Background: an optimization exercise with open tools, aiming at small area, a short achievable clock period and few clock cycles per item. Do not read the settings as production practice.
RTL that was checked went through simulation tests only; none was proved equivalent to the original.

==> inputs of run P <==
// aes256_enc
module aes256_enc (
    input  wire         clk,
    input  wire         rst,
    input  wire         in_valid,
    output wire         in_ready,
    input  wire [255:0] in_key,
    input  wire [127:0] in_block,
    output wire         out_valid,
    output wire [127:0] out_block
);
==> module aes_key_step, before the edit <==
module aes_key_step #(parameter ODD = 1) (
    input  wire [255:0] window,
    input  wire [31:0]  sub,
    input  wire [7:0]   rcon,
    output wire [255:0] next_window
);
  wire [31:0] temp;
  wire [31:0] w0, w1, w2, w3;
  wire [31:0] x0r, x01r, x23;
  generate
    if (ODD) begin : g_odd
      assign temp = {sub[23:0], sub[31:24]};
      vec_xor #(8) u_x0r (.a(window[255:248]), .b(rcon), .y(x0r[31:24]));
      assign x0r[23:0] = window[247:224];
    end else begin : g_even
      assign temp = sub;
      assign x0r  = window[255:224];
    end
  endgenerate
  vec_xor #(32) u_x01r (.a(x0r), .b(window[223:192]), .y(x01r));
  vec_xor #(32) u_x23  (.a(window[191:160]), .b(window[159:128]), .y(x23));
  vec_xor #(32) u_w0 (.a(x0r),  .b(temp), .y(w0));
  vec_xor #(32) u_w1 (.a(x01r), .b(temp), .y(w1));
  vec_xor #(32) u_w2 (.a(window[191:160]), .b(w1), .y(w2));
  vec_xor #(32) u_w3 (.a(x23),  .b(w1), .y(w3));
  assign next_window = {window[127:0], w0, w1, w2, w3};
endmodule
export LEC_CHECK = 0
export CAP_MARGIN = 20
export CELL_PAD_IN_SITES_DETAIL_PLACEMENT = 1
export CELL_PAD_IN_SITES_GLOBAL_PLACEMENT = 1
export CORE_MARGIN = 2
export CORE_UTILIZATION = 45
export CTS_BUF_LIST = sky130_fd_sc_hd__clkbuf_16
export CTS_CLUSTER_DIAMETER = 120
export CTS_CLUSTER_SIZE = 24
export GPL_ROUTABILITY_DRIVEN = 0
export PLACE_DENSITY = 0.55
export SETUP_SLACK_MARGIN = 5
export SLEW_MARGIN = 20
export SYNTH_HIERARCHICAL = 1
export SYNTH_MINIMUM_KEEP_SIZE = 0
create_clock -name core_clock -period 9.0 [get_ports {clk}]
standard.sh (not shown) runs the stock make flow with config.mk's settings and CLKGATE_MAP_FILE= SYNTH_SCRIPT=/design/flow/synth_recipe.tcl, a recipe that flattens the netlist after the stock synthesis.
==> flow/flow/run.sh <==
#!/bin/bash
set -euo pipefail
args=""
while IFS= read -r line; do
  [[ -z "$line" || "$line" == \#* ]] && continue
  args="$args '$line'"
done < flow/extra.txt
grep -q 'SETUP_SLACK_MARGIN=' standard.sh || true
sed "s/SETUP_SLACK_MARGIN=[-0-9.]* //; s|\"\${@:-finish}\"|$args \"\${@:-finish}\"|" standard.sh > standard_extra.sh
bash standard_extra.sh > flow.log 2>&1
==> flow/flow/extra.txt <==
SETUP_SLACK_MARGIN=5.9
BUFFER_PORTS_ARGS=-buffer_cell sky130_fd_sc_hd__buf_1
==> run Z: changes against run P <==
--- a/flow/design.v
+++ b/flow/design.v
@@ -390,5 +390,5 @@
   wire [31:0] temp;
   wire [31:0] w0, w1, w2, w3;
-  wire [31:0] x0r, x01r, x23;
+  wire [31:0] x0r, x01r;
   generate
     if (ODD) begin : g_odd
@@ -402,9 +402,8 @@
   endgenerate
   vec_xor #(32) u_x01r (.a(x0r), .b(window[223:192]), .y(x01r));
-  vec_xor #(32) u_x23  (.a(window[191:160]), .b(window[159:128]), .y(x23));
   vec_xor #(32) u_w0 (.a(x0r),  .b(temp), .y(w0));
   vec_xor #(32) u_w1 (.a(x01r), .b(temp), .y(w1));
   vec_xor #(32) u_w2 (.a(window[191:160]), .b(w1), .y(w2));
-  vec_xor #(32) u_w3 (.a(x23),  .b(w1), .y(w3));
+  vec_xor #(32) u_w3 (.a(window[159:128]), .b(w2), .y(w3));
   assign next_window = {window[127:0], w0, w1, w2, w3};
 endmodule
==> flow/flow/extra.txt (replaced) <==
SETUP_SLACK_MARGIN=5.75
BUFFER_PORTS_ARGS=-buffer_cell sky130_fd_sc_hd__buf_1
==> run G: changes against run P <==
==> flow/flow/extra.txt (replaced) <==
SETUP_SLACK_MARGIN=5.6
BUFFER_PORTS_ARGS=-buffer_cell sky130_fd_sc_hd__buf_1
==> flow_summary.toml <==
[place]
hpwlAfterDp_um = 292000

[logic_synthesis]
synthMuxAreaShare_pct = 0.00942
synth.area.top_cells = "xor2_1 (42%), dfxtp_1 (36%), buf_4 (7.3%)"
synthCells = 10637
netlist.area_leader.share_pct = 42.4

[worst_setup_path]
crit_slowest_cell = "dfxtp_1"
critPathLaunch = "b_h[105]"
rr_worst_depth = 10
cpMostUsedCell = "xor2_1"

[floorplan]
taps = 3150
die_w_um = 490

[sta]
tightest_slew_ps = 955

[status]
status = "finished clean"

[global_routing]
met1_usage_pct = 38.2

[cells_and_area]
buffers = 1042
the above is filed under run P

==> flow_summary.toml <==
[route]
post_drt_wl_per_cell_um = 28.1
wl_met3_um = 19400

[worst_setup_path]
critPathLaunch = "d_h[129]"
rr_worst_depth = 10
crit_slowest_cell = "dfxtp_1"

[logic_synthesis]
synth.area.top_cells = "xor2_1 (42%), dfxtp_1 (36%), buf_4 (7.3%)"
synthMuxAreaShare_pct = 0.00947
yosys.area.top_type = "xor2_1"

[place]
hpwlAfterDp_um = 320000

[status]
status = "finished clean"

[cells_and_area]
buffers = 955
layout_commonest_cell = "xor2_1"
n_fill_cell = 24990

[sta]
tightest_slew_ps = 1120

[floorplan]
taps = 3132
die_w_um = 489

[global_routing]
met1_usage_pct = 43.4

[min_path]
hold_depth = 0
the above is filed under run Z

==> flow_summary.toml <==
[status]
status = "finished clean"

[logic_synthesis]
synthCells = 10637
netlist.area_leader.share_pct = 42.4
synthMuxAreaShare_pct = 0.00942

[worst_setup_path]
rr_worst_depth = 7
crit_slowest_cell = "xor2_1"
critPathLaunch = "b_key[23]"
cpMostUsedCell = "xor2_1"

[sta]
tightest_slew_ps = 1170

[floorplan]
die_w_um = 490

[place]
hpwlAfterDp_um = 292000

[global_routing]
met1_usage_pct = 37.4
the above is filed under run G

Testbench counts of run P, summed over its fixed seeds: cycles 7,208, blocks 1,024.
Testbench counts of run G, summed over its fixed seeds: cycles 7,208, blocks 1,024.
No functional check of the RTL was part of run Z.


==> v32 <==
aes256_enc again, from the RTL that the note above started with.
==> module aes256_enc, before the edit <==
module aes256_enc (
    input  wire         clk,
    input  wire         rst,
    input  wire         in_valid,
    output wire         in_ready,
    input  wire [255:0] in_key,
    input  wire [127:0] in_block,
    output wire         out_valid,
    output wire [127:0] out_block
);
  localparam HW = 12;         
  localparam KW = 9;          
  reg [127:0]     a_state, c_state;
  reg [255:0]     a_key,   c_key;
  reg             a_valid, c_valid;
  reg  [2:0]      a_pass,  c_pass;
  reg             a_last,  c_last;
  reg [16*HW-1:0] b_h,     d_h;
  reg [4*KW-1:0]  b_kh,    d_kh;
  reg [255:0]     b_key,   d_key;
  reg             b_valid, d_valid;
  reg  [2:0]      b_pass,  d_pass;
  reg             b_last,  d_last;
  reg [127:0]     out_q;
  reg             out_valid_q;
  reg             in_ready_q;    
  reg             load_q;        
  reg             load_nq;       
  wire [16*HW-1:0] ah, ch;
  wire [4*KW-1:0]  akh, ckh;
  genvar i;
  generate
    for (i = 0; i < 16; i = i + 1) begin : g_s1
      aes_sbox_p1d u_a (.u(a_state[127-8*i -: 8]), .h(ah[16*HW-1-HW*i -: HW]));
      aes_sbox_p1d u_c (.u(c_state[127-8*i -: 8]), .h(ch[16*HW-1-HW*i -: HW]));
    end
    for (i = 0; i < 4; i = i + 1) begin : g_k1
      aes_sbox_p1k u_a (.u(a_key[31-8*i -: 8]), .h(akh[4*KW-1-KW*i -: KW]));
      aes_sbox_p1k u_c (.u(c_key[31-8*i -: 8]), .h(ckh[4*KW-1-KW*i -: KW]));
    end
  endgenerate
  wire [7:0]   bsb [0:15];
  wire [7:0]   dsb [0:15];
  wire [127:0] b_shifted, d_shifted;
  wire [127:0] b_mixed,   d_mixed;
  wire [127:0] result;
  wire [31:0]  b_ksub, d_ksub;
  wire [255:0] b_key_next, d_key_next;
  generate
    for (i = 0; i < 16; i = i + 1) begin : g_s2
      aes_sbox_p2d u_b (.h(b_h[16*HW-1-HW*i -: HW]), .y(bsb[i]));
      aes_sbox_p2d u_d (.h(d_h[16*HW-1-HW*i -: HW]), .y(dsb[i]));
      assign b_shifted[127-8*i -: 8] = bsb[(i + 4 * (i % 4)) % 16];
      assign d_shifted[127-8*i -: 8] = dsb[(i + 4 * (i % 4)) % 16];
    end
    for (i = 0; i < 4; i = i + 1) begin : g_k2
      aes_sbox_p2k u_b (.u(b_key[31-8*i -: 8]), .h(b_kh[4*KW-1-KW*i -: KW]),
                        .y(b_ksub[31-8*i -: 8]));
      aes_sbox_p2k u_d (.u(d_key[31-8*i -: 8]), .h(d_kh[4*KW-1-KW*i -: KW]),
                        .y(d_ksub[31-8*i -: 8]));
      aes_mixcol u_mb (.a(b_shifted[127-32*i -: 32]), .rk(b_key[127-32*i -: 32]),
                       .y(b_mixed[127-32*i -: 32]));
      aes_mixcol u_md (.a(d_shifted[127-32*i -: 32]), .rk(d_key[127-32*i -: 32]),
                       .y(d_mixed[127-32*i -: 32]));
    end
  endgenerate
  wire [7:0] rcon;
  generate
    for (i = 0; i < 7; i = i + 1) begin : g_rcon
      assign rcon[i] = (b_pass == i);
    end
  endgenerate
  assign rcon[7] = 1'b0;
  aes_key_step #(.ODD(1)) u_key_b (
      .window(b_key), .sub(b_ksub), .rcon(rcon), .next_window(b_key_next));
  aes_key_step #(.ODD(0)) u_key_d (
      .window(d_key), .sub(d_ksub), .rcon(8'h00), .next_window(d_key_next));
  vec_xor #(128) u_final (.a(d_shifted), .b(d_key[127:0]), .y(result));
  wire [127:0] first;
  vec_xor #(128) u_first (.a(in_block), .b(in_key[255:128]), .y(first));
  wire [127:0] a_state_d;
  wire [255:0] a_key_d;
  vec_mux #(128) u_mux_s (.a(d_mixed),    .b(first),  .s(load_q), .sn(load_nq),
                          .y(a_state_d));
  vec_mux #(256) u_mux_k (.a(d_key_next), .b(in_key), .s(load_q), .sn(load_nq),
                          .y(a_key_d));
  assign in_ready  = in_ready_q;
  assign out_valid = out_valid_q;
  assign out_block = out_q;
  always @(posedge clk) begin
    b_h     <= ah;
    b_kh    <= akh;
    b_key   <= a_key;
    b_pass  <= a_pass;
    b_last  <= a_last;
    c_state <= b_mixed;
    c_key   <= b_key_next;
    c_pass  <= b_pass;
    c_last  <= b_last;
    d_h     <= ch;
    d_kh    <= ckh;
    d_key   <= c_key;
    d_pass  <= c_pass;
    d_last  <= c_last;
    a_state <= a_state_d;
    a_key   <= a_key_d;
    a_pass  <= load_q ? 3'd0 : d_pass + 3'd1;
    a_last  <= !load_q && (d_pass == 3'd5);
    out_q   <= result;
    if (rst) begin
      a_valid     <= 1'b0;
      b_valid     <= 1'b0;
      c_valid     <= 1'b0;
      d_valid     <= 1'b0;
      out_valid_q <= 1'b0;
      in_ready_q  <= 1'b1;
      load_q      <= 1'b1;
      load_nq     <= 1'b0;
    end else begin
      a_valid     <= load_q ? in_valid : d_valid;
      b_valid     <= a_valid;
      c_valid     <= b_valid;
      d_valid     <= c_valid;
      out_valid_q <= d_valid && d_last;
      in_ready_q  <= !c_valid || (c_pass == 3'd6);
      load_q      <= !c_valid || c_last;
      load_nq     <= c_valid && !c_last;
    end
  end
endmodule
==> flow/config.mk <==
export PLATFORM = sky130hd
export DESIGN_NAME = aes256_enc
export DESIGN_NICKNAME = aes256_enc
export VERILOG_FILES = /design/flow/design.v
export SDC_FILE = /design/flow/constraint.sdc
export NUM_CORES = 4
export LEC_CHECK = 0
export CAP_MARGIN = 20
export CELL_PAD_IN_SITES_DETAIL_PLACEMENT = 1
export CELL_PAD_IN_SITES_GLOBAL_PLACEMENT = 1
export CORE_MARGIN = 2
export CORE_UTILIZATION = 45
export CTS_BUF_LIST = sky130_fd_sc_hd__clkbuf_8
export PLACE_DENSITY = 0.55
export SETUP_SLACK_MARGIN = 5
export SLEW_MARGIN = 20
export SYNTH_HIERARCHICAL = 1
export SYNTH_MINIMUM_KEEP_SIZE = 0
==> flow/constraint.sdc <==
create_clock -name core_clock -period 9.0 [get_ports {clk}]
set_input_delay 1.8000 -clock core_clock [delete_from_list [all_inputs] [get_ports {clk}]]
set_output_delay 1.8000 -clock core_clock [all_outputs]
set_load 0.01 [all_outputs]
==> flow/flow/extra.txt <==
SETUP_SLACK_MARGIN=5.6
BUFFER_PORTS_ARGS=-buffer_cell sky130_fd_sc_hd__buf_1
Scripts as last shown in full above: flow/flow/run.sh
==> v19: changes against v32 <==
--- a/flow/design.v
+++ b/flow/design.v
@@ -382,23 +382,26 @@
   endgenerate
 endmodule
-module aes_key_step #(parameter ODD = 1) (
+module aes_key_step (
     input  wire [255:0] window,
     input  wire [31:0]  sub,
-    input  wire [7:0]   rcon,
+    input  wire [3:0]   round,
     output wire [255:0] next_window
 );
+  wire        rot = round[0];
+  wire [7:0]  rcon;
   wire [31:0] temp;
   wire [31:0] w0, w1, w2, w3;
   wire [31:0] x0r, x01r, x23;
+  genvar k;
   generate
-    if (ODD) begin : g_odd
-      assign temp = {sub[23:0], sub[31:24]};
-      vec_xor #(8) u_x0r (.a(window[255:248]), .b(rcon), .y(x0r[31:24]));
-      assign x0r[23:0] = window[247:224];
-    end else begin : g_even
-      assign temp = sub;
-      assign x0r  = window[255:224];
+    for (k = 0; k < 7; k = k + 1) begin : g_rcon
+      assign rcon[k] = rot & (round[3:1] == k);
     end
   endgenerate
+  assign rcon[7] = 1'b0;
+  vec_mux #(32) u_rot (.a(sub), .b({sub[23:0], sub[31:24]}), .s(rot), .sn(~rot),
+                      .y(temp));
+  vec_xor #(8)  u_x0r  (.a(window[255:248]), .b(rcon), .y(x0r[31:24]));
+  assign x0r[23:0] = window[247:224];
   vec_xor #(32) u_x01r (.a(x0r), .b(window[223:192]), .y(x01r));
   vec_xor #(32) u_x23  (.a(window[191:160]), .b(window[159:128]), .y(x23));
@@ -421,77 +424,62 @@
   localparam HW = 12;         
   localparam KW = 9;          
-  reg [127:0]     a_state, c_state;
-  reg [255:0]     a_key,   c_key;
-  reg             a_valid, c_valid;
-  reg  [2:0]      a_pass,  c_pass;
-  reg             a_last,  c_last;
-  reg [16*HW-1:0] b_h,     d_h;
-  reg [4*KW-1:0]  b_kh,    d_kh;
-  reg [255:0]     b_key,   d_key;
-  reg             b_valid, d_valid;
-  reg  [2:0]      b_pass,  d_pass;
-  reg             b_last,  d_last;
-  reg [127:0]     out_q;
-  reg             out_valid_q;
-  reg             in_ready_q;    
-  reg             load_q;        
-  reg             load_nq;       
-  wire [16*HW-1:0] ah, ch;
-  wire [4*KW-1:0]  akh, ckh;
+  reg [127:0]    a_state;
+  reg [255:0]    a_key;
+  reg            a_valid;
+  reg  [3:0]     a_round;
+  reg            a_last;
+  reg [16*HW-1:0] b_h;
+  reg [4*KW-1:0]  b_kh;
+  reg [255:0]    b_key;
+  reg            b_valid;
+  reg  [3:0]     b_round;
+  reg [127:0]    out_q;
+  reg            out_valid_q;
+  reg            in_ready_q;    
+  reg            load_q;        
+  reg            load_nq;       
+  wire [16*HW-1:0] h;
+  wire [4*KW-1:0]  kh;
   genvar i;
   generate
     for (i = 0; i < 16; i = i + 1) begin : g_s1
-      aes_sbox_p1d u_a (.u(a_state[127-8*i -: 8]), .h(ah[16*HW-1-HW*i -: HW]));
-      aes_sbox_p1d u_c (.u(c_state[127-8*i -: 8]), .h(ch[16*HW-1-HW*i -: HW]));
+      aes_sbox_p1d u_p1 (.u(a_state[127-8*i -: 8]), .h(h[16*HW-1-HW*i -: HW]));
     end
     for (i = 0; i < 4; i = i + 1) begin : g_k1
-      aes_sbox_p1k u_a (.u(a_key[31-8*i -: 8]), .h(akh[4*KW-1-KW*i -: KW]));
-      aes_sbox_p1k u_c (.u(c_key[31-8*i -: 8]), .h(ckh[4*KW-1-KW*i -: KW]));
+      aes_sbox_p1k u_p1 (.u(a_key[31-8*i -: 8]), .h(kh[4*KW-1-KW*i -: KW]));
     end
   endgenerate
-  wire [7:0]   bsb [0:15];
-  wire [7:0]   dsb [0:15];
-  wire [127:0] b_shifted, d_shifted;
-  wire [127:0] b_mixed,   d_mixed;
+  wire [7:0]   sb [0:15];
+  wire [127:0] shifted;
+  wire [127:0] mixed;
   wire [127:0] result;
-  wire [31:0]  b_ksub, d_ksub;
-  wire [255:0] b_key_next, d_key_next;
+  wire [31:0]  ksub;
+  wire [255:0] key_next;
   generate
     for (i = 0; i < 16; i = i + 1) begin : g_s2
-      aes_sbox_p2d u_b (.h(b_h[16*HW-1-HW*i -: HW]), .y(bsb[i]));
-      aes_sbox_p2d u_d (.h(d_h[16*HW-1-HW*i -: HW]), .y(dsb[i]));
-      assign b_shifted[127-8*i -: 8] = bsb[(i + 4 * (i % 4)) % 16];
-      assign d_shifted[127-8*i -: 8] = dsb[(i + 4 * (i % 4)) % 16];
+      aes_sbox_p2d u_p2 (.h(b_h[16*HW-1-HW*i -: HW]), .y(sb[i]));
+      assign shifted[127-8*i -: 8] = sb[(i + 4 * (i % 4)) % 16];
     end
     for (i = 0; i < 4; i = i + 1) begin : g_k2
-      aes_sbox_p2k u_b (.u(b_key[31-8*i -: 8]), .h(b_kh[4*KW-1-KW*i -: KW]),
-                        .y(b_ksub[31-8*i -: 8]));
-      aes_sbox_p2k u_d (.u(d_key[31-8*i -: 8]), .h(d_kh[4*KW-1-KW*i -: KW]),
-                        .y(d_ksub[31-8*i -: 8]));
-      aes_mixcol u_mb (.a(b_shifted[127-32*i -: 32]), .rk(b_key[127-32*i -: 32]),
-                       .y(b_mixed[127-32*i -: 32]));
-      aes_mixcol u_md (.a(d_shifted[127-32*i -: 32]), .rk(d_key[127-32*i -: 32]),
-                       .y(d_mixed[127-32*i -: 32]));
+      aes_sbox_p2k u_p2 (.u(b_key[31-8*i -: 8]), .h(b_kh[4*KW-1-KW*i -: KW]),
+                         .y(ksub[31-8*i -: 8]));
+      aes_mixcol u_mc (.a(shifted[127-32*i -: 32]), .rk(b_key[127-32*i -: 32]),
+                       .y(mixed[127-32*i -: 32]));
     end
   endgenerate
-  wire [7:0] rcon;
-  generate
-    for (i = 0; i < 7; i = i + 1) begin : g_rcon
-      assign rcon[i] = (b_pass == i);
-    end
-  endgenerate
-  assign rcon[7] = 1'b0;
-  aes_key_step #(.ODD(1)) u_key_b (
-      .window(b_key), .sub(b_ksub), .rcon(rcon), .next_window(b_key_next));
-  aes_key_step #(.ODD(0)) u_key_d (
-      .window(d_key), .sub(d_ksub), .rcon(8'h00), .next_window(d_key_next));
-  vec_xor #(128) u_final (.a(d_shifted), .b(d_key[127:0]), .y(result));
+  vec_xor #(128) u_final (.a(shifted), .b(b_key[127:0]), .y(result));
+  aes_key_step u_key_step (
+      .window     (b_key),
+      .sub        (ksub),
+      .round      (b_round),
+      .next_window(key_next)
+  );
   wire [127:0] first;
   vec_xor #(128) u_first (.a(in_block), .b(in_key[255:128]), .y(first));
   wire [127:0] a_state_d;
   wire [255:0] a_key_d;
-  vec_mux #(128) u_mux_s (.a(d_mixed),    .b(first),  .s(load_q), .sn(load_nq),
+  vec_mux #(128) u_mux_s (.a(mixed),    .b(first),  .s(load_q), .sn(load_nq),
                           .y(a_state_d));
-  vec_mux #(256) u_mux_k (.a(d_key_next), .b(in_key), .s(load_q), .sn(load_nq),
+  vec_mux #(256) u_mux_k (.a(key_next), .b(in_key), .s(load_q), .sn(load_nq),
                           .y(a_key_d));
   assign in_ready  = in_ready_q;
@@ -499,28 +487,16 @@
   assign out_block = out_q;
   always @(posedge clk) begin
-    b_h     <= ah;
-    b_kh    <= akh;
+    b_h     <= h;
+    b_kh    <= kh;
     b_key   <= a_key;
-    b_pass  <= a_pass;
-    b_last  <= a_last;
-    c_state <= b_mixed;
-    c_key   <= b_key_next;
-    c_pass  <= b_pass;
-    c_last  <= b_last;
-    d_h     <= ch;
-    d_kh    <= ckh;
-    d_key   <= c_key;
-    d_pass  <= c_pass;
-    d_last  <= c_last;
+    b_round <= a_round;
     a_state <= a_state_d;
     a_key   <= a_key_d;
-    a_pass  <= load_q ? 3'd0 : d_pass + 3'd1;
-    a_last  <= !load_q && (d_pass == 3'd5);
+    a_round <= load_q ? 4'd1 : b_round + 4'd1;
+    a_last  <= !load_q && (b_round == 4'd13);
     out_q   <= result;
     if (rst) begin
       a_valid     <= 1'b0;
       b_valid     <= 1'b0;
-      c_valid     <= 1'b0;
-      d_valid     <= 1'b0;
       out_valid_q <= 1'b0;
       in_ready_q  <= 1'b1;
@@ -528,12 +504,10 @@
       load_nq     <= 1'b0;
     end else begin
-      a_valid     <= load_q ? in_valid : d_valid;
+      a_valid     <= load_q ? in_valid : b_valid;
       b_valid     <= a_valid;
-      c_valid     <= b_valid;
-      d_valid     <= c_valid;
-      out_valid_q <= d_valid && d_last;
-      in_ready_q  <= !c_valid || (c_pass == 3'd6);
-      load_q      <= !c_valid || c_last;
-      load_nq     <= c_valid && !c_last;
+      out_valid_q <= b_valid && (b_round == 4'd14);
+      in_ready_q  <= !a_valid || (a_round == 4'd14);
+      load_q      <= !a_valid || a_last;
+      load_nq     <= a_valid && !a_last;
     end
   end
==> run summary <==
Worst setup slack: v32 is worse than v19 (0.16 ns). In v19 the worst hold slack is better than in v32, by 0.058 ns. Wire length: v32 is larger than v19 (80%).
==> figures <==
                                                                v32         v19
Status                                     timing/DRC/antenna clean  timing/DRC/antenna clean
Post CTS Setup Buffer Count                                      19          12
DR vias/cell                                                   4.74        4.90
Share of the final layout cell area in sequential cells       31.9%       30.8%
H-tree depth reported by CTS                                      5           4
Area used by multi-input combinational logic              65500 µm²   36400 µm²
Fraction of layout cells with a size suffix above 1           13.5%       11.8%
FP Rows                                                         178         131
PnR worst setup slack                                       5.52 ns     5.68 ns
Testbench counts of v32, summed over its fixed seeds: cycles 7,208, blocks 1,024.
Testbench counts of v19, summed over its fixed seeds: cycles 14,360, blocks 1,024.

-- re-timing with driven ports --
Ports are ideal in the flow. The routed layouts listed here were re-timed in OpenROAD.
Step 1, drivers: a clkbuf_16 drives clk and a buf_2 each remaining input, both assumed.
Step 2 times the ports against the registers' clock, not the clock port: input delays grow and output delays shrink by t, the midpoint of the rising clock arrivals with the driver on.
Slacks: ideal ports / drivers / drivers and shift; pairs: ideal ports / drivers.
run | t (ns) | setup WS [ns] | worst setup path at the end | worst data-port slew with drivers (ns)
run P | 0.871 | 5.759 / 5.731 / 5.505 | input to register | 0.22
run Z | 0.881 | 5.700 / 5.689 / 5.561 | input to register | 0.31
run G | 0.871 | 5.553 / 5.553 / 5.419 | input to register | 0.24
v32 | 1.108 | 5.524 / 5.496 / 5.524 | register to register | 0.22
v19 | 0.953 | 5.683 / 5.654 / 5.683 | register to register | 0.18
After both steps every run listed still meets setup and hold. The setup slack of run P, which loses most, moves by -0.028 ns with the drivers and by -0.254 ns with both steps.
